Context: an optimization exercise on an open-source flow, tuned for small area, a short achievable clock period and few clock cycles per item. The choices shown serve that exercise and are no tape-out recipe. Only simulation tests tie the RTL to the original design; equivalence was not proved.

==> design.v <==
module sx48_delta_engine (
    input  wire         clk,
    input  wire         rst,
    input  wire         in_valid,
    output wire         in_ready,
    input  wire [127:0] in_old,
    input  wire [127:0] in_new,
    input  wire [4:0]   in_n,         
    input  wire [3:0]   in_k,         
    input  wire [2:0]   in_m,         
    input  wire [3:0]   in_member,    
    input  wire [23:0]  in_unit,      
    output wire         out_valid,
    input  wire         out_ready,
    output wire         out_last,
    output wire [511:0] out_delta,    
    output wire [27:0]  out_stripe,
    output wire [3:0]   out_pos,
    output wire [15:0]  out_holder,   
    output wire [103:0] out_punit     
);
    reg        v0, v1, v2, v3;        
    reg        rdy;                   
    reg        f1, f2, f3;            
    reg  [1:0] ibeat;                 
    reg  [1:0] obeat;                 
    wire accept  = in_valid & ~v3;
    wire ifirst  = (ibeat == 2'd0);
    wire r0_load = ~v0 | out_ready;   
    wire r1_load = ~v1 | r0_load;
    wire r2_load = ~v2 | r1_load;
    wire r3_load = ~v3 | r2_load;
    assign in_ready  = rdy;
    assign out_valid = v0;
    assign out_last  = (obeat == 2'd3);
    always @(posedge clk) begin
        if (rst) begin
            v0    <= 1'b0;
            v1    <= 1'b0;
            v2    <= 1'b0;
            v3    <= 1'b0;
            rdy   <= 1'b1;
            ibeat <= 2'd0;
            obeat <= 2'd0;
        end else begin
            if (r0_load)
                v0 <= v1;
            if (r1_load)
                v1 <= v2;
            v2 <= r2_load ? (v3 | accept) : 1'b1;
            v3 <= ~r2_load & (v3 | accept);
            rdy <= r2_load | ~(v3 | accept);
            if (accept)
                ibeat <= ibeat + 2'd1;
            if (v0 & out_ready)
                obeat <= obeat + 2'd1;
        end
    end
    always @(posedge clk) begin
        if (r1_load)
            f1 <= f2;
        if (r2_load)
            f2 <= v3 ? f3 : ifirst;
        if (r3_load)
            f3 <= ifirst;
    end
    wire [127:0] din = in_old ^ in_new;
    reg  [127:0] r1, r2, r3;
    reg  [511:0] r0;                  
    always @(posedge clk) begin
        if (r0_load)
            r0 <= scaled;
        if (r1_load)
            r1 <= r2;
        if (r2_load)
            r2 <= v3 ? r3 : din;
        if (r3_load)
            r3 <= din;
    end
    reg [23:0] hdr_u;
    reg [3:0]  hdr_k;
    reg [4:0]  hdr_n;
    reg [2:0]  hdr_m;
    reg [3:0]  hdr_i;
    always @(posedge clk) begin
        if (ifirst) begin
            hdr_u <= in_unit;
            hdr_k <= in_k;
            hdr_n <= in_n;
            hdr_m <= in_m;
            hdr_i <= in_member;
        end
    end
    task automatic div4(input [3:0] r, input [1:0] b, input [3:0] k,
                        output [1:0] d, output [3:0] rn);
        reg [5:0] t, k1, k2, k3;
        reg c1, c2, c3;
        begin
            t  = {r, b};
            k1 = {2'd0, k};
            k2 = {1'b0, k, 1'b0};
            k3 = k1 + k2;
            c1 = t >= k1;
            c2 = t >= k2;
            c3 = t >= k3;
            d  = {c2, c3 | (c1 & ~c2)};
            rn = c2 ? (c3 ? t - k3 : t - k2) : (c1 ? t - k1 : t);
        end
    endtask
    reg  [15:0] da_q;
    reg  [3:0]  da_r;
    integer st;
    always @(*) begin
        da_r = 4'd0;
        for (st = 11; st >= 4; st = st - 1)
            div4(da_r, hdr_u[2*st +: 2], hdr_k, da_q[2*st-8 +: 2], da_r);
    end
    reg [15:0] mid_q;
    reg [3:0]  mid_r;
    always @(posedge clk) begin
        if (r1_load & v2 & f2) begin
            mid_q <= da_q;
            mid_r <= da_r;
        end
    end
    reg  [7:0]  db_q;
    reg  [3:0]  pl_j;
    always @(*) begin
        pl_j = mid_r;
        for (st = 3; st >= 0; st = st - 1)
            div4(pl_j, hdr_u[2*st +: 2], hdr_k, db_q[2*st +: 2], pl_j);
    end
    wire [23:0] pl_q  = {mid_q, db_q};
    wire [4:0]  pl_d  = {1'b0, hdr_i} - {1'b0, pl_j};
    wire [4:0]  pl_b  = pl_d[4] ? pl_d + hdr_n : pl_d;
    wire [27:0] pl_s  = pl_q * hdr_n + pl_b;
    wire [25:0] pl_q3 = {2'd0, pl_q} + {1'b0, pl_q, 1'b0};
    wire [25:0] pl_qm = hdr_m[2]        ? {pl_q, 2'b00} :
                        hdr_m[1:0] == 2'd3 ? pl_q3 :
                        hdr_m[1]        ? {1'b0, pl_q, 1'b0} : {2'd0, pl_q};
    reg  [3:0]  pl_h [0:3];
    reg  [5:0]  pl_t;
    integer p;
    always @(*) begin
        for (p = 0; p < 4; p = p + 1) begin
            pl_t = pl_b + hdr_k + p;
            pl_h[p] = (pl_t >= hdr_n) ? pl_t - hdr_n : pl_t;
        end
    end
    wire [3:1]   pl_e  = {hdr_m > 3'd3, hdr_m > 3'd2, hdr_m > 3'd1};
    wire [103:0] pl_pu = {pl_e[3] ? {pl_qm[25:2], 2'd3} : 26'd0,
                          pl_e[2] ? pl_qm + 26'd2 : 26'd0,
                          pl_e[1] ? pl_qm + 26'd1 : 26'd0,
                          pl_qm};
    reg [27:0] res_s;
    reg [3:0]  res_j;
    reg [3:1]  res_e;                 
    reg [15:0] res_h;
    reg [103:0] res_pu;
    always @(posedge clk) begin
        if (r0_load & v1 & f1) begin
            res_s  <= pl_s;
            res_j  <= pl_j;
            res_e  <= pl_e;
            res_pu <= pl_pu;
            res_h  <= {hdr_m > 3'd3 ? pl_h[3] : 4'd0,
                       hdr_m > 3'd2 ? pl_h[2] : 4'd0,
                       hdr_m > 3'd1 ? pl_h[1] : 4'd0,
                       pl_h[0]};
        end
    end
    assign out_stripe = res_s;
    assign out_pos    = res_j;
    assign out_holder = res_h;
    assign out_punit  = res_pu;
    wire [3:0]   gf_j = f1 ? pl_j : res_j;
    wire [3:1]   gf_e = f1 ? pl_e : res_e;
    reg  [13:0]  gf_jh;               
    always @(*)
        for (p = 0; p < 14; p = p + 1)
            gf_jh[p] = (gf_j == p);
    wire [383:0] sel;                 
    sx48_gf_sel u_sel (.jh(gf_jh), .e(gf_e), .sel(sel));
    wire [511:0] scaled;
    assign scaled[127:0] = r1;
    wire [63:0] pxor;
    sx48_pair_xor u_pxor (.d(r1), .x(pxor));
    genvar gp, gc, gr, gh;
    generate
        for (gp = 1; gp < 4; gp = gp + 1) begin : lane
            for (gc = 0; gc < 16; gc = gc + 1) begin : byte_
                wire [7:0] d = r1[8*gc +: 8];
                wire [3:0] dx = pxor[4*gc +: 4];
                for (gr = 0; gr < 8; gr = gr + 1) begin : bit_
                    wire [3:0] term;
                    for (gh = 0; gh < 4; gh = gh + 1) begin : pair
                        wire [2:0] s = sel[96*gp + 12*gr + 3*gh +: 3];
                        assign term[gh] = (s[0] & d[2*gh])
                                        | (s[1] & d[2*gh+1])
                                        | (s[2] & dx[gh]);
                    end
                    assign scaled[128*gp + 8*gc + gr] = ^term;
                end
            end
        end
    endgenerate
    assign out_delta = r0;
endmodule
module sx48_gf_sel (
    input  wire [13:0]  jh,
    input  wire [3:1]   e,
    output wire [383:0] sel
);
    localparam [64*42-1:0] MATS = {
        64'h5a2d964b7f6568b4,  
        64'hc763b158ebb21e8f,  
        64'h8241a0502a170904,  
        64'h178b452206945d2e,  
        64'h379bcde6c4d5dd6e,  
        64'hd5eaf5faa80155aa,  
        64'h8743a1d06f301f0f,  
        64'hedf67bbdb3b4b7db,  
        64'h7ebf5f2fe90afbfd,  
        64'h1d0e07039cd3743a,  
        64'h83c1e0703b1e0c06,  
        64'h7f3f1f0ff803feff,  
        64'h81c06030190d0703,  
        64'h5badd66b6e6c6db6,  
        64'hbd5eafd75696f67b,  
        64'hc964b2d925db2492,  
        64'hf2f9fcfe0d74c8e4,  
        64'h7ebf5f2fe90afbfd,  
        64'h4c26934968f83098,  
        64'hedf67bbdb3b4b7db,  
        64'ha4d2e9749e6b9148,  
        64'h8241a0502a170904,  
        64'hf47a3d1e7b49d0e8,  
        64'hd5eaf5faa80155aa,  
        64'h2a95cae55806a954,  
        64'h81c06030190d0703,  
        64'h361b8dc6d5dcd86c,  
        64'h7f3f1f0ff803feff,  
        64'h8b452211834a2e17,  
        64'h6e379bcd88aabbdd,  
        64'h5a2d964b7f6568b4,  
        64'h198c46a3c8fd6733,  
        64'h7cbedf6fcb19f0f8,  
        64'h653299cc03e497cb,  
        64'h2b158ac5490fac56,  
        64'h69341a0def9ea6d3,  
        64'h854221904d23140a,  
        64'hc964b2d925db2492,  
        64'h7ebf5f2fe90afbfd,  
        64'hedf67bbdb3b4b7db,  
        64'h8241a0502a170904,  
        64'hd5eaf5faa80155aa   
    };
    assign sel[95:0] = 96'd0;
    genvar gp, gr, gh;
    generate
        for (gp = 1; gp < 4; gp = gp + 1) begin : lane
            for (gr = 0; gr < 8; gr = gr + 1) begin : bit_
                for (gh = 0; gh < 4; gh = gh + 1) begin : pair
                    reg [2:0] s;
                    integer jj;
                    always @(*) begin
                        s = 3'd0;
                        for (jj = 0; jj < 14; jj = jj + 1)
                            if (jh[jj])
                                s = s | {MATS[64*(14*(gp-1) + jj) + 8*gr + 2*gh] & MATS[64*(14*(gp-1) + jj) + 8*gr + 2*gh + 1],
                                         ~MATS[64*(14*(gp-1) + jj) + 8*gr + 2*gh] & MATS[64*(14*(gp-1) + jj) + 8*gr + 2*gh + 1],
                                         MATS[64*(14*(gp-1) + jj) + 8*gr + 2*gh] & ~MATS[64*(14*(gp-1) + jj) + 8*gr + 2*gh + 1]};
                    end
                    assign sel[96*gp + 12*gr + 3*gh +: 3] = e[gp] ? s : 3'd0;
                end
            end
        end
    endgenerate
endmodule
module sx48_pair_xor (
    input  wire [127:0] d,
    output wire [63:0]  x
);
    genvar g;
    generate
        for (g = 0; g < 64; g = g + 1) begin : pair
            assign x[g] = d[2*g] ^ d[2*g+1];
        end
    endgenerate
endmodule
==> flow/run.sh <==
#!/bin/bash
# Layout flow: the standard layout (standard.sh, unchanged synthesis) with
# these changes in how the layout is made:
#  - the port buffers are sky130_fd_sc_hd__buf_1 cells (BUFFER_PORTS_ARGS),
#    which timing repair may size up;
#  - the pins keep at least 3 routing tracks apart (PLACE_PINS_ARGS), which
#    eases routing next to the die edges;
#  - global routing reserves more of met1 and met2 for pin access
#    (flow/fastroute.tcl in place of the platform's), which eases detailed
#    routing;
#  - clock tree synthesis clusters up to 20 flip-flops within 80 um on each
#    leaf buffer (CTS_ARGS), for a smaller tree of the same cells;
#  - timing repair aims for a setup slack margin of 70.5 ns at the design's
#    90 ns clock, so it builds the buffer trees of the high-fanout enables
#    for speed rather than only for slew.
# The constraints (constraint.sdc) and the clock period are the design's.
# make's full output goes to flow_make.log here; ORFS writes each step's log
# under orfs/logs/.
set -euo pipefail
here=$(pwd)
bash standard.sh \
  SETUP_SLACK_MARGIN=70.5 \
  "BUFFER_PORTS_ARGS=-buffer_cell sky130_fd_sc_hd__buf_1" \
  "PLACE_PINS_ARGS=-min_distance 3 -min_distance_in_tracks" \
  "FASTROUTE_TCL=$here/flow/fastroute.tcl" \
  "CTS_ARGS=-sink_clustering_enable -repair_clock_nets -sink_clustering_size 20 -sink_clustering_max_diameter 80 -buf_list sky130_fd_sc_hd__clkbuf_16" \
  finish > flow_make.log 2>&1
==> flow/fastroute.tcl <==
# Global routing: reserve more of met1 and met2 for pin access, so the
# global router sends more of the wiring to the upper layers.
set_global_routing_layer_adjustment met1 0.45
set_global_routing_layer_adjustment met2 0.35
set_global_routing_layer_adjustment met3-$::env(MAX_ROUTING_LAYER) 0.2

set_routing_layers -clock $::env(MIN_CLK_ROUTING_LAYER)-$::env(MAX_ROUTING_LAYER)
set_routing_layers -signal $::env(MIN_ROUTING_LAYER)-$::env(MAX_ROUTING_LAYER)
==> standard.sh <==
#!/bin/bash
# synth_recipe.tcl (not shown) runs the flow's synth.tcl, then flattens the netlist and writes it again
# the make line also repeats each setting of config.mk as NAME=value (left out here)
make -C /OpenROAD-flow-scripts/flow DESIGN_CONFIG=/design/flow/config.mk WORK_HOME=/design/flow/orfs CLKGATE_MAP_FILE= SYNTH_SCRIPT=/design/flow/synth_recipe.tcl "${@:-finish}"
==> config.mk <==
export PLATFORM = sky130hd
export DESIGN_NAME = sx48_delta_engine
export DESIGN_NICKNAME = sx48_delta_engine
export VERILOG_FILES = /design/flow/design.v
export SDC_FILE = /design/flow/constraint.sdc
export NUM_CORES = 8
export LEC_CHECK = 0
export CAP_MARGIN = 20
export CORE_MARGIN = 4
export CORE_UTILIZATION = 35
export PLACE_DENSITY = 0.4
export SLEW_MARGIN = 20
export SYNTH_HIERARCHICAL = 1
export SYNTH_MINIMUM_KEEP_SIZE = 0
==> constraint.sdc <==
create_clock -name core_clock -period 90.0 [get_ports {clk}]
set_input_delay 18.0000 -clock core_clock [delete_from_list [all_inputs] [get_ports {clk}]]
set_output_delay 18.0000 -clock core_clock [all_outputs]
set_load 0.01 [all_outputs]
==> results of run 1 <==
registers in the layout (all words and copies together), names as in the netlist, 2 cells and up:
name    flops
hdr_n       5
ibeat       2
res_e       2
hdr_k       4
mid_q      16
r1        128
hdr_i       4
r0        512
res_s      28
res_j       4
res_pu    103
mid_r       4
res_h      16
r2        128
hdr_m       3
obeat       2
r3        128
hdr_u      24
timing repair:
action | in CTS | in global routing
setup endpoints to repair | 679 | 220
buffers inserted | 3 | 0
pin swaps | 1 | 0
gates cloned | 6 | 2
gates resized for setup | 87 | 28
metal layers:
| metal | vias up | wire (µm) | GRT usage |
|---|---|---|---|
| li1 | 31250 | - | - |
| met1 | 38410 | 169400 | 0.5796 |
| met2 | 6553 | 183400 | 0.5967 |
| met3 | 1784 | 70630 | 0.2511 |
| met4 | 74 | 42810 | 0.2977 |
| met5 | - | 1604 | 0.06078 |
area by class of cell:
class / count / area share
multi-input cells: 5108 / 0.4906
flip-flops and latches: 1121 / 0.3526
repair buffers: 1373 / 0.07556
well taps: 3167 / 0.04161
clock buffers: 83 / 0.02181
inverters: 242 / 0.009723
clock inverters: 53 / 0.007200
diodes: 36 / 0.0009460
stage by stage:
step / hold slack [ns] / worst slack, ns / instances
after floorplan: 0.4003 / 62.04 / 7485
after global placement: 0.4007 / 68.24 / 11000
after detailed placement: 0.4045 / 68.18 / 11000
after CTS: 0.4075 / 70.33 / 11140
after global routing: 0.4270 / 70.33 / 11170
final: 0.4146 / 70.42 / 11180
cell usage in the layout (no fill, tap or decap), types with 71 or more instances in the layout:
cell	count
a21o_1	92
a21oi_1	206
a222oi_1	1537
and2_1	71
buf_1	910
buf_4	384
clkbuf_16	85
edfxtp_1	1112
fa_1	114
ha_1	267
inv_1	234
mux2_2	140
nand2_1	164
nor2_1	233
o21ai_0	86
xnor2_1	856
xor2_1	567
final timing paths:
kind | slack (ns) | to | from | depth (start not counted)
hold / removal | 0.41 | r1[20] | r2[20] | 0
hold reg to reg | 0.41 | r1[20] | r2[20] | 0
setup reg to reg | 71.72 | res_s[26] | hdr_k[1] | 71
setup / recovery | 70.42 | out_delta[5] | r0[5] | 1
==> results.json, run 1 <==
{
  "cp.required_ns": 72.00,
  "start_util": 0.3517,
  "cts_tree": "built",
  "cap_viol_max_count": 0,
  "multi_input_area_um2": 46720,
  "seq_area_um2": 33580,
  "grt_overflow": 0,
  "tightest_slew_ns": 1.264,
  "rows": 179,
  "wirelength_mm": 467.8,
  "cts_htree_levels": 3,
  "dp_hpwl_mm": 305.2,
  "worst-path-buf-inv": 1,
  "drtIter0Drc": 15580,
  "status": "finished clean",
  "min_period_ns": 19.58,
  "numCtsBuffers": 82,
  "die_w_um": 496.9,
  "area_growth_pct": 13.83,
  "critPathTopFamily": "flip-flops",
  "die_area_um2": 246900,
  "fin_skew_ns": 0.06251,
  "netlist_instances": 7485,
  "drtPass1Iterations": 20,
  "cts.reportedPaths.clkPinSlew_ns": 0.08,
  "crit_path_max_incr_delay_ns": 0.63,
  "rsz0062_at_grt": "yes",
  "hold_class": "reg2reg",
  "route.detailed.drc": 0,
  "core-area_um2": 237900,
  "nNetsFinal": 8610,
  "cts-root-buf": "clkbuf_16",
  "ys_warn_count": 9,
  "port_buffers": 966,
  "final_antenna_net_count": 0,
  "setup_violations": 0,
  "synth.net_count": 8167,
  "clkLatencyLatePin_ns": 0.78,
  "die_height_um": 496.9,
  "boundaryPins": 967,
  "grt_max_degree": 130,
  "vias": 78070,
  "clk_path_buf_depth": 3,
  "end_kind": "output port",
  "hold_viol": 0,
  "max_slew_margin": 0.1571,
  "vias_per_cell": 6.981,
  "clock.fmax_mhz": 51.08,
  "drive_above_1_share": 0.1262,
  "path_max_fanout": 1,
  "gp_congestion": 0.9875,
  "cp_slowest_cell": "edfxtp_1",
  "grt_pass1_wl_mm": 645.4,
  "utilization": 0.4004,
  "postLayoutCellArea_um2": 95230,
  "worstPathArrival_ns": 1.58,
  "syn-cell-area_um2": 83660,
  "cts-hold-fix-buffers": 0,
  "crit_type": "reg2out",
  "drv_slew": 0,
  "min_period_over_period": 0.2175,
  "track_usage": 0.4360,
  "place_area_um2": 91760,
  "avgSynthCellArea_um2": 11.18,
  "tns_ns": 0,
  "fillCellCount": 23110,
  "wl_per_cell_um": 41.84,
  "antenna_found_initial": 59,
  "grt_pass1_vias": 81030,
  "cp_cell_sequence": "buf_1",
  "clkSinkCount": 1121,
  "cp-start-kind": "flop"
}
Testbench counts, summed over its fixed seeds: cycles 9,624, lines 2,400.
==> run 2: changes to the inputs <==
--- a/design.v
+++ b/design.v
@@ -134,5 +134,10 @@
     wire [4:0]  pl_d  = {1'b0, hdr_i} - {1'b0, pl_j};
     wire [4:0]  pl_b  = pl_d[4] ? pl_d + hdr_n : pl_d;
-    wire [27:0] pl_s  = pl_q * hdr_n + pl_b;
+    wire [27:0] pl_s  = (hdr_n[0] ? {4'd0, pl_q}       : 28'd0)
+                      + (hdr_n[1] ? {3'd0, pl_q, 1'b0} : 28'd0)
+                      + (hdr_n[2] ? {2'd0, pl_q, 2'b0} : 28'd0)
+                      + (hdr_n[3] ? {1'd0, pl_q, 3'b0} : 28'd0)
+                      + (hdr_n[4] ? {pl_q, 4'b0}       : 28'd0)
+                      + {23'd0, pl_b};
     wire [25:0] pl_q3 = {2'd0, pl_q} + {1'b0, pl_q, 1'b0};
     wire [25:0] pl_qm = hdr_m[2]        ? {pl_q, 2'b00} :
==> results.json, run 2 <==
{
  "status": "finished clean",
  "critPathTopFamily": "flip-flops",
  "layout_common_cells": "1536 x a222oi_1, 1112 x edfxtp_1, 913 x buf_1",
  "syn-cell-area_um2": 82880,
  "boundaryPins": 967,
  "worstPathArrival_ns": 1.59,
  "grt_pass1_wl_mm": 637.7,
  "core-area_um2": 235400,
  "place_area_um2": 91160,
  "port_buffers": 966,
  "vias": 77440,
  "cts_tree": "built",
  "utilization": 0.4008,
  "track_usage": 0.4399,
  "end_kind": "output port",
  "hold_class": "reg2reg",
  "grt_pass1_vias": 80050,
  "cts-hold-fix-buffers": 0,
  "route.detailed.drc": 0,
  "cts_htree_levels": 3,
  "numCtsBuffers": 81,
  "die_area_um2": 244700,
  "wl_per_cell_um": 42.20,
  "gp_congestion": 0.9639,
  "grt_max_degree": 129,
  "drive_above_1_share": 0.1248,
  "antenna_found_initial": 45,
  "rsz0062_at_grt": "yes",
  "top_register": "r0",
  "drtPass1Iterations": 22,
  "grt_overflow": 0,
  "die_w_um": 494.6,
  "cp-start-kind": "flop",
  "tightest_slew_ns": 1.431,
  "path_max_fanout": 1,
  "min_period_over_period": 0.2177,
  "wirelength_mm": 466.7,
  "crit_cells": 1,
  "area_growth_pct": 13.84,
  "vias_per_cell": 7.003,
  "postLayoutCellArea_um2": 94350,
  "rows": 178,
  "cp_slowest_cell": "edfxtp_1",
  "netlist_instances": 7382,
  "clk_path_buf_depth": 3,
  "clkSinkCount": 1121,
  "crit_type": "reg2out",
  "crit_path_max_incr_delay_ns": 0.64,
  "cap_viol_max_count": 0,
  "clock.fmax_mhz": 51.04,
  "min_period_ns": 19.59,
  "cts-root-buf": "clkbuf_16",
  "ys_warn_count": 9,
  "largest_reg_flops": 512,
  "min_path_cells": 0,
  "tns_ns": 0,
  "nNetsFinal": 8521,
  "synth.net_count": 8067,
  "drtIter0Drc": 14800,
  "worst-path-buf-inv": 1,
  "worstRegToRegCells": 73,
  "clkLatencyLatePin_ns": 0.77,
  "die_height_um": 494.6,
  "drv_slew": 0,
  "cp.required_ns": 72.00,
  "cp_cell_sequence": "buf_1",
  "avgSynthCellArea_um2": 11.23,
  "final_antenna_net_count": 0,
  "start_util": 0.3521,
  "reg2reg_slack_ns": 71.75,
  "cts.reportedPaths.clkPinSlew_ns": 0.08,
  "max_slew_margin": 0.03946,
  "fin_skew_ns": 0.05153,
  "final_common_cell": "a222oi_1",
  "hold_viol": 0,
  "setup_violations": 0,
  "dp_hpwl_mm": 301.2
}
-- run 2: stage by stage --
step                      setup slack, ns  hold WS [ns]  std cells
final                               70.41        0.4130      11060
after CTS                           70.26        0.4147      11020
after global placement              68.24        0.4005      10890
after detailed placement            68.16        0.4045      10890
after global routing                70.32        0.4243      11040
after floorplan                     62.04        0.4003       7382
-- run 2: layer usage --
metal	track usage	part of all wire	vias up
met5	0.04579	0.0020	-
met4	0.3079	0.093	40
met3	0.2470	0.15	1812
met2	0.6113	0.40	6701
met1	0.5786	0.36	38080
li1	-	-	30810
-- run 2: layout make-up --
type	instances	area [µm²]
Fill cell	22890	141100
Multi-Input combinational cell	4998	46000
Sequential cell	1121	33580
Timing Repair Buffer	1383	7232
Tap cell	3150	3941
Clock buffer	82	2052
Inverter	250	944.7
Clock inverter	43	521.8
Antenna cell	31	77.57
Timing Repair inverter	1	5.005
-- run 2: worst paths after layout --
| path | from | end |
|---|---|---|
| max reg2reg | hdr_k[2] | res_s[27] |
| min reg2reg | r2[23] | r1[23] |
| max | r0[67] | out_delta[67] |
| min | r2[23] | r1[23] |
-- run 2: timing repair --
action,CTS,global route
setup buffers,6,0
gates resized for setup,76,35
setup endpoints to repair,496,257
cloned,2,1
Testbench counts of run 2, summed over its fixed seeds: cycles 9,624, lines 2,400.
==> run 3: changes to the inputs <==
--- a/flow/run.sh
+++ b/flow/run.sh
@@ -11,5 +11,5 @@
 #  - clock tree synthesis clusters up to 20 flip-flops within 80 um on each
 #    leaf buffer (CTS_ARGS), for a smaller tree of the same cells;
-#  - timing repair aims for a setup slack margin of 70.5 ns at the design's
+#  - timing repair aims for a setup slack margin of 70.35 ns at the design's
 #    90 ns clock, so it builds the buffer trees of the high-fanout enables
 #    for speed rather than only for slew.
@@ -20,5 +20,5 @@
 here=$(pwd)
 bash standard.sh \
-  SETUP_SLACK_MARGIN=70.5 \
+  SETUP_SLACK_MARGIN=70.35 \
   "BUFFER_PORTS_ARGS=-buffer_cell sky130_fd_sc_hd__buf_1" \
   "PLACE_PINS_ARGS=-min_distance 3 -min_distance_in_tracks" \
==> results.json, run 3 <==
{
  "wirelength_mm": 463.3,
  "syn-cell-area_um2": 82880,
  "netlist_instances": 7382,
  "min_period_over_period": 0.2179,
  "tns_ns": 0,
  "vias_per_cell": 6.960,
  "grt_pass1_vias": 79110,
  "drtPass1Iterations": 22,
  "layout_common_cells": "1536 x a222oi_1, 1112 x edfxtp_1, 943 x buf_1",
  "worst-path-buf-inv": 1,
  "setup_violations": 0,
  "final_common_cell": "a222oi_1",
  "antenna_found_initial": 44,
  "crit_path_max_incr_delay_ns": 0.59,
  "fin_skew_ns": 0.05582,
  "status": "finished clean",
  "cp_cell_sequence": "buf_2",
  "core-area_um2": 235400,
  "rows": 178,
  "nNetsFinal": 8515,
  "worst_slack_ns": 70.39,
  "crit_type": "reg2out",
  "min_period_ns": 19.61,
  "critPathTopFamily": "flip-flops",
  "cts.reportedPaths.clkPinSlew_ns": 0.09,
  "track_usage": 0.4362,
  "die_area_um2": 244700,
  "post-place-ws_ns": 67.40,
  "cts_tree": "built",
  "top_register": "r0",
  "cap_viol_max_count": 0,
  "grt_overflow": 0,
  "rsz0062_at_grt": "yes",
  "clock.fmax_mhz": 50.99,
  "ys_warn_count": 9,
  "numCtsBuffers": 80,
  "cts-root-buf": "clkbuf_16",
  "clk_path_buf_depth": 3,
  "clkSinkCount": 1121,
  "gp_congestion": 0.9701,
  "drv_slew": 0,
  "wl_per_cell_um": 41.91,
  "max_slew_margin": 0.1255,
  "clkLatencyLatePin_ns": 0.80,
  "cts-hold-fix-buffers": 0,
  "grt_max_degree": 80,
  "boundaryPins": 967,
  "cp-start-kind": "flop",
  "cp.required_ns": 72.00,
  "cts_htree_levels": 3,
  "vias": 76950,
  "area_growth_pct": 13.63,
  "die_height_um": 494.6,
  "port_buffers": 966,
  "tightest_slew_ns": 1.310,
  "avgSynthCellArea_um2": 11.23,
  "final_cells": 11060,
  "start_util": 0.3521,
  "end_kind": "output port",
  "grt_pass1_wl_mm": 633.3,
  "hold_viol": 0,
  "dp_hpwl_mm": 300.7,
  "die_w_um": 494.6,
  "route.detailed.drc": 0,
  "drtIter0Drc": 14840,
  "largest_reg_flops": 512,
  "worstPathArrival_ns": 1.61,
  "path_max_fanout": 1,
  "synth.net_count": 8067,
  "dpl.cell_count": 10890,
  "final_antenna_net_count": 0,
  "cp_slowest_cell": "edfxtp_1",
  "hold_class": "reg2reg",
  "drive_above_1_share": 0.1198
}
-- run 3: path summary, 6_finish.rpt --
kind	end	slack, ns	cells past startpoint	start
hold reg to reg	r1[81]	0.42	0	r2[81]
setup reg to reg	mid_r[0]	71.96	66	hdr_k[1]
setup / recovery	out_delta[70]	70.39	1	r0[70]
hold / removal	r1[81]	0.42	0	r2[81]
-- run 3: layout make-up --
type / instances / area [µm²]
Inverter: 250 / 944.7
Timing Repair Buffer: 1378 / 7029
Clock inverter: 51 / 583.1
Fill cell: 22880 / 141200
Antenna cell: 26 / 65.06
Clock buffer: 80 / 2002
Tap cell: 3150 / 3941
Multi-Input combinational cell: 4999 / 46040
Sequential cell: 1121 / 33580
-- run 3: worst reg2reg max path: cells and delay by family (launching register included) --
| kind | cells | cell delay, ns |
|---|---|---|
| buf+inv | 7 | 1.64 |
| mux | 10 | 3.60 |
| flops | 1 | 0.36 |
| compound gates | 31 | 8.36 |
| fa+ha+maj | 8 | 2.86 |
| simple gates | 10 | 1.06 |
-- run 3: per-layer routing --
metal / track usage / part of all wire
met5: 0.03229 / 0.0016
met2: 0.6037 / 0.40
met4: 0.2949 / 0.089
met3: 0.2438 / 0.15
met1: 0.5847 / 0.36
-- run 3: what timing repair did --
action | in CTS | in global routing
gates cloned | 5 | 0
setup endpoints to repair | 421 | 162
endpoints found under the hold margin | 0 | 0
setup buffers | 2 | 1
resized for setup | 37 | 12
-- run 3: stage by stage --
stage	hold WS (ns)	instance area [µm²]	utilization
6_report	0.4166	94180	0.4001
5_1_grt	0.4215	94160	0.4000
4_1_cts	0.4167	93950	0.3991
3_5_place_dp	0.4045	91100	0.3870
3_3_place_gp	0.4005	91090	0.3870
2_1_floorplan	0.4003	82900	-
==> run 4: changes to the inputs <==
--- a/flow/run.sh
+++ b/flow/run.sh
@@ -9,7 +9,7 @@
 #    (flow/fastroute.tcl in place of the platform's), which eases detailed
 #    routing;
-#  - clock tree synthesis clusters up to 20 flip-flops within 80 um on each
+#  - clock tree synthesis clusters up to 24 flip-flops within 90 um on each
 #    leaf buffer (CTS_ARGS), for a smaller tree of the same cells;
-#  - timing repair aims for a setup slack margin of 70.35 ns at the design's
+#  - timing repair aims for a setup slack margin of 70.5 ns at the design's
 #    90 ns clock, so it builds the buffer trees of the high-fanout enables
 #    for speed rather than only for slew.
@@ -20,8 +20,8 @@
 here=$(pwd)
 bash standard.sh \
-  SETUP_SLACK_MARGIN=70.35 \
+  SETUP_SLACK_MARGIN=70.5 \
   "BUFFER_PORTS_ARGS=-buffer_cell sky130_fd_sc_hd__buf_1" \
   "PLACE_PINS_ARGS=-min_distance 3 -min_distance_in_tracks" \
   "FASTROUTE_TCL=$here/flow/fastroute.tcl" \
-  "CTS_ARGS=-sink_clustering_enable -repair_clock_nets -sink_clustering_size 20 -sink_clustering_max_diameter 80 -buf_list sky130_fd_sc_hd__clkbuf_16" \
+  "CTS_ARGS=-sink_clustering_enable -repair_clock_nets -sink_clustering_size 24 -sink_clustering_max_diameter 90 -buf_list sky130_fd_sc_hd__clkbuf_16" \
   finish > flow_make.log 2>&1
==> results.json, run 4 <==
{
  "grt_overflow": 0,
  "core-area_um2": 235400,
  "track_usage": 0.4393,
  "port_buffers": 966,
  "min_period_over_period": 0.2175,
  "fin_skew_ns": 0.06581,
  "tightest_slew_ns": 1.321,
  "dp_hpwl_mm": 301.2,
  "layout_common_cells": "1536 x a222oi_1, 1112 x edfxtp_1, 906 x buf_1",
  "die_area_um2": 244700,
  "synth.net_count": 8067,
  "cap_viol_max_count": 0,
  "ys_warn_count": 9,
  "syn-cell-area_um2": 82880,
  "cts-root-buf": "clkbuf_16",
  "antenna_found_initial": 46,
  "boundaryPins": 967,
  "reg2reg_slack_ns": 71.86,
  "largest_reg_flops": 512,
  "final_antenna_net_count": 0,
  "cp_slowest_cell": "edfxtp_1",
  "hold_viol": 0,
  "rows": 178,
  "drtPass1Iterations": 17,
  "reg2reg_to": "res_s[27]",
  "setup_violations": 0,
  "die_w_um": 494.6,
  "clock.fmax_mhz": 51.08,
  "worstPathArrival_ns": 1.58,
  "fillCellCount": 22930,
  "end_kind": "output port",
  "crit_path_max_incr_delay_ns": 0.61,
  "clkSinkCount": 1121,
  "r2r_start": "hdr_k[2]",
  "worst-path-buf-inv": 1,
  "cp.required_ns": 72.00,
  "timing.hold.ws_ns": 0.4181,
  "crit_type": "reg2out",
  "numCtsBuffers": 71,
  "setup.worst_path.start": "r0[70]",
  "post-place-ws_ns": 68.16,
  "cts_tree": "built",
  "rsz0062_at_grt": "yes",
  "path_max_fanout": 1,
  "grt_pass1_wl_mm": 636.9,
  "cp-start-kind": "flop",
  "max_slew_margin": 0.1178,
  "grt_max_degree": 129,
  "grt_pass1_vias": 79890,
  "endpoint": "out_delta[70]",
  "wl_per_cell_um": 42.24,
  "seq_area_um2": 33580,
  "status": "finished clean",
  "cp_cell_sequence": "buf_6",
  "wirelength_mm": 466.4,
  "cts.reportedPaths.clkPinSlew_ns": 0.09,
  "min_period_ns": 19.58,
  "area_growth_pct": 13.67,
  "drv_slew": 0,
  "cts-hold-fix-buffers": 0,
  "clkLatencyLatePin_ns": 0.78,
  "multi_input_area_um2": 46010,
  "netlist_instances": 7382,
  "worst_slack_ns": 70.42,
  "vias": 77350,
  "vias_per_cell": 7.007,
  "die_height_um": 494.6,
  "drtIter0Drc": 15260,
  "hold_class": "reg2reg",
  "crit_cells": 1,
  "start_util": 0.3521,
  "critPathTopFamily": "flip-flops",
  "drive_above_1_share": 0.1257,
  "avgSynthCellArea_um2": 11.23,
  "tns_ns": 0,
  "clk_path_buf_depth": 3,
  "top_register": "r0",
  "gp_congestion": 0.9639,
  "cts_htree_levels": 3,
  "final_common_cell": "a222oi_1",
  "worstRegToRegCells": 73,
  "nNetsFinal": 8511,
  "route.detailed.drc": 0
}
## run 4: layer usage
layer / wire length, µm / part of all wire / up-vias / track usage
met5: 751 / 0.0016 / - / 0.03209
met4: 42670 / 0.092 / 46 / 0.3042
met3: 69250 / 0.15 / 1747 / 0.2447
met2: 187300 / 0.40 / 6824 / 0.6118
met1: 166400 / 0.36 / 37950 / 0.5818
li1: - / - / 30790 / -
## run 4: worst min path at each step
stage	startpoint	to	slack, ns	cells after the start
finish	r2[57]	r1[57]	0.42	0
global route	r2[57]	r1[57]	0.41	0
CTS	r2[47]	r1[47]	0.41	0
detailed placement	r2[105]	r1[105]	0.40	0
global placement	r2[68]	r1[68]	0.40	0
floorplan	r2[0]	r1[0]	0.40	0
## run 4: what timing repair did
item,4_1_cts,5_1_grt
gates resized for setup,82,34
setup buffers,6,0
setup endpoints to repair,510,207
cloned,2,0
## run 4: through the flow
| stage | util | std cells | area [µm²] |
|---|---|---|---|
| floorplan | - | 7382 | 82900 |
| global placement | 0.3869 | 10890 | 91080 |
| detailed placement | 0.3873 | 10890 | 91160 |
| CTS | 0.3989 | 11020 | 93920 |
| global route | 0.4001 | 11030 | 94200 |
| finish | 0.4002 | 11040 | 94220 |
## run 4: layout make-up
type,count,area share
clock buffers,72,0.01912
inverters,250,0.01003
multi-input cells,4998,0.4883
repair inverters,1,0.00005312
flip-flops and latches,1121,0.3564
repair buffers,1383,0.07668
clock inverters,49,0.007131
well taps,3150,0.04183
diodes,16,0.0004250
==> run 5: changes to the inputs <==
--- a/design.v
+++ b/design.v
@@ -134,10 +134,5 @@
     wire [4:0]  pl_d  = {1'b0, hdr_i} - {1'b0, pl_j};
     wire [4:0]  pl_b  = pl_d[4] ? pl_d + hdr_n : pl_d;
-    wire [27:0] pl_s  = (hdr_n[0] ? {4'd0, pl_q}       : 28'd0)
-                      + (hdr_n[1] ? {3'd0, pl_q, 1'b0} : 28'd0)
-                      + (hdr_n[2] ? {2'd0, pl_q, 2'b0} : 28'd0)
-                      + (hdr_n[3] ? {1'd0, pl_q, 3'b0} : 28'd0)
-                      + (hdr_n[4] ? {pl_q, 4'b0}       : 28'd0)
-                      + {23'd0, pl_b};
+    wire [27:0] pl_s  = pl_q * hdr_n + pl_b;
     wire [25:0] pl_q3 = {2'd0, pl_q} + {1'b0, pl_q, 1'b0};
     wire [25:0] pl_qm = hdr_m[2]        ? {pl_q, 2'b00} :
--- a/flow/run.sh
+++ b/flow/run.sh
@@ -11,5 +11,5 @@
 #  - clock tree synthesis clusters up to 24 flip-flops within 90 um on each
 #    leaf buffer (CTS_ARGS), for a smaller tree of the same cells;
-#  - timing repair aims for a setup slack margin of 70.5 ns at the design's
+#  - timing repair aims for a setup slack margin of 70.35 ns at the design's
 #    90 ns clock, so it builds the buffer trees of the high-fanout enables
 #    for speed rather than only for slew.
@@ -20,5 +20,5 @@
 here=$(pwd)
 bash standard.sh \
-  SETUP_SLACK_MARGIN=70.5 \
+  SETUP_SLACK_MARGIN=70.35 \
   "BUFFER_PORTS_ARGS=-buffer_cell sky130_fd_sc_hd__buf_1" \
   "PLACE_PINS_ARGS=-min_distance 3 -min_distance_in_tracks" \
==> results.json, run 5 <==
{
  "status": "finished clean",
  "clock.fmax_mhz": 50.88,
  "vias": 78360,
  "crit_type": "reg2out",
  "final_cells": 11160,
  "cp_slowest_cell": "edfxtp_1",
  "die_area_um2": 246900,
  "path_max_fanout": 1,
  "route.detailed.drc": 0,
  "worst_slack_ns": 70.35,
  "fin_skew_ns": 0.06172,
  "die_height_um": 496.9,
  "cts-root-buf": "clkbuf_16",
  "largest_reg_flops": 512,
  "rows": 179,
  "hold_viol": 0,
  "endpoint": "out_delta[244]",
  "grt_pass1_wl_mm": 647.6,
  "min_period_ns": 19.65,
  "crit_cells": 1,
  "worstRegToRegCells": 72,
  "timing.hold.ws_ns": 0.4218,
  "netlist_instances": 7485,
  "min_period_over_period": 0.2184,
  "dp_hpwl_mm": 307.6,
  "cts-hold-fix-buffers": 0,
  "core-area_um2": 237900,
  "nNetsFinal": 8605,
  "start_util": 0.3517,
  "cts_htree_levels": 3,
  "setup.worst_path.start": "r0[244]",
  "drv_slew": 0,
  "grt_overflow": 0,
  "post-place-ws_ns": 68.08,
  "vias_per_cell": 7.021,
  "wirelength_mm": 470.0,
  "synth.net_count": 8167,
  "clkLatencyLatePin_ns": 0.76,
  "r2r_start": "hdr_k[0]",
  "layout_common_cells": "1537 x a222oi_1, 1112 x edfxtp_1, 961 x buf_1",
  "cap_viol_max_count": 0,
  "cp_cell_sequence": "buf_1",
  "crit_path_max_incr_delay_ns": 0.70,
  "clk_path_buf_depth": 3,
  "reg2reg_to": "res_s[26]",
  "avgSynthCellArea_um2": 11.18,
  "boundaryPins": 967,
  "max_slew_margin": 0.1122,
  "final_antenna_net_count": 0,
  "wl_per_cell_um": 42.11,
  "setup_violations": 0,
  "syn-cell-area_um2": 83660,
  "ys_warn_count": 9,
  "dpl.cell_count": 11010,
  "area_growth_pct": 13.20,
  "tns_ns": 0,
  "cp.required_ns": 72.00,
  "hold_class": "reg2reg",
  "cp-start-kind": "flop",
  "numCtsBuffers": 73,
  "worstPathArrival_ns": 1.65,
  "end_kind": "output port",
  "track_usage": 0.4378,
  "final_common_cell": "a222oi_1",
  "grt_pass1_vias": 80990,
  "clkSinkCount": 1121,
  "rsz0062_at_grt": "yes",
  "drtPass1Iterations": 21,
  "antenna_found_initial": 46,
  "reg2reg_slack_ns": 71.63,
  "drtIter0Drc": 15690,
  "worst-path-buf-inv": 1,
  "drive_above_1_share": 0.1192,
  "gp_congestion": 0.9734,
  "post_cts_buffers": 0,
  "cts_tree": "built",
  "grt_max_degree": 137,
  "top_register": "r0",
  "port_buffers": 966,
  "tightest_slew_ns": 1.329,
  "critPathTopFamily": "flip-flops",
  "cts.reportedPaths.clkPinSlew_ns": 0.09,
  "die_w_um": 496.9
}
run 5: through the flow:
stage / utilization / instance area (µm²)
after floorplan: - / 83670
after global placement: 0.3858 / 91760
after detailed placement: 0.3863 / 91890
after CTS: 0.3970 / 94430
after global routing: 0.3980 / 94660
final: 0.3982 / 94700
run 5: worst min path at each step:
| stage | endpoint | slack [ns] | from | cells after the start |
|---|---|---|---|---|
| after CTS | r1[109] | 0.42 | r2[109] | 0 |
| after floorplan | r1[0] | 0.40 | r2[0] | 0 |
| after detailed placement | r1[103] | 0.40 | r2[103] | 0 |
| after global routing | r1[55] | 0.43 | r2[55] | 0 |
| after global placement | r1[91] | 0.40 | r2[91] | 0 |
| final | r1[57] | 0.42 | r2[57] | 0 |
run 5: layer usage:
metal	vias up	track usage	routed length, µm
met2	6652	0.6112	187200
met5	-	0.04708	1085
met1	38730	0.5947	172100
met4	54	0.2768	40070
met3	1682	0.2415	69560
li1	31240	-	-
run 5: area by class of cell:
class	instances	area (µm²)
antenna	26	65.06
tap	3167	3963
fill	23210	143200
clock buffer	74	1852
multi-input combinational	5107	46680
timing repair buffer	1378	7071
sequential	1121	33580
clock inverter	46	563.0
inverter	242	930.9
run 5: what timing repair did:
item	4_1_cts	5_1_grt
endpoints found under the setup margin	588	427
cloned	1	1
pin swaps	0	0
resized for setup	25	22
Testbench counts of run 5, summed over its fixed seeds: cycles 9,624, lines 2,400.

## afterwards: timing with drivers on the ports
In the flow no input, the clock included, has a driving cell. The finished layouts below were timed again as built, in two steps.
Step 1 assumes that a clkbuf_16 drives the clock port and a buf_2 every other input.
Step 2 moves the port delays by t, midway between the first and last clock arrival at a register: inputs arrive t later, outputs are due t later. That takes back most of the time a late clock gives input paths.
Slacks: no drivers / after step 1 / after step 2; pairs: no drivers / after step 1.
| run | t, ns | slack for setup (ns) | hold WS [ns] | worst setup path after step 2 | clock arrival spread, ns |
|---|---|---|---|---|---|
| run 1 | 0.856 | 70.421 / 70.317 / 69.793 | 0.415 / 0.415 / 0.415 | input to register | 0.062 / 0.062 |
| run 2 | 0.844 | 70.407 / 70.304 / 69.843 | 0.413 / 0.413 / 0.413 | input to register | 0.052 / 0.052 |
| run 3 | 0.874 | 70.388 / 70.283 / 69.664 | 0.417 / 0.417 / 0.417 | input to register | 0.056 / 0.056 |
| run 4 | 0.849 | 70.422 / 70.319 / 69.812 | 0.418 / 0.418 / 0.418 | input to register | 0.067 / 0.067 |
| run 5 | 0.841 | 70.347 / 70.247 / 69.668 | 0.422 / 0.422 / 0.422 | input to register | 0.091 / 0.091 |
After both steps every run listed still meets setup and hold. For run 3, which loses most, drivers alone change the setup slack by -0.105 ns; drivers and shift together by -0.724 ns.
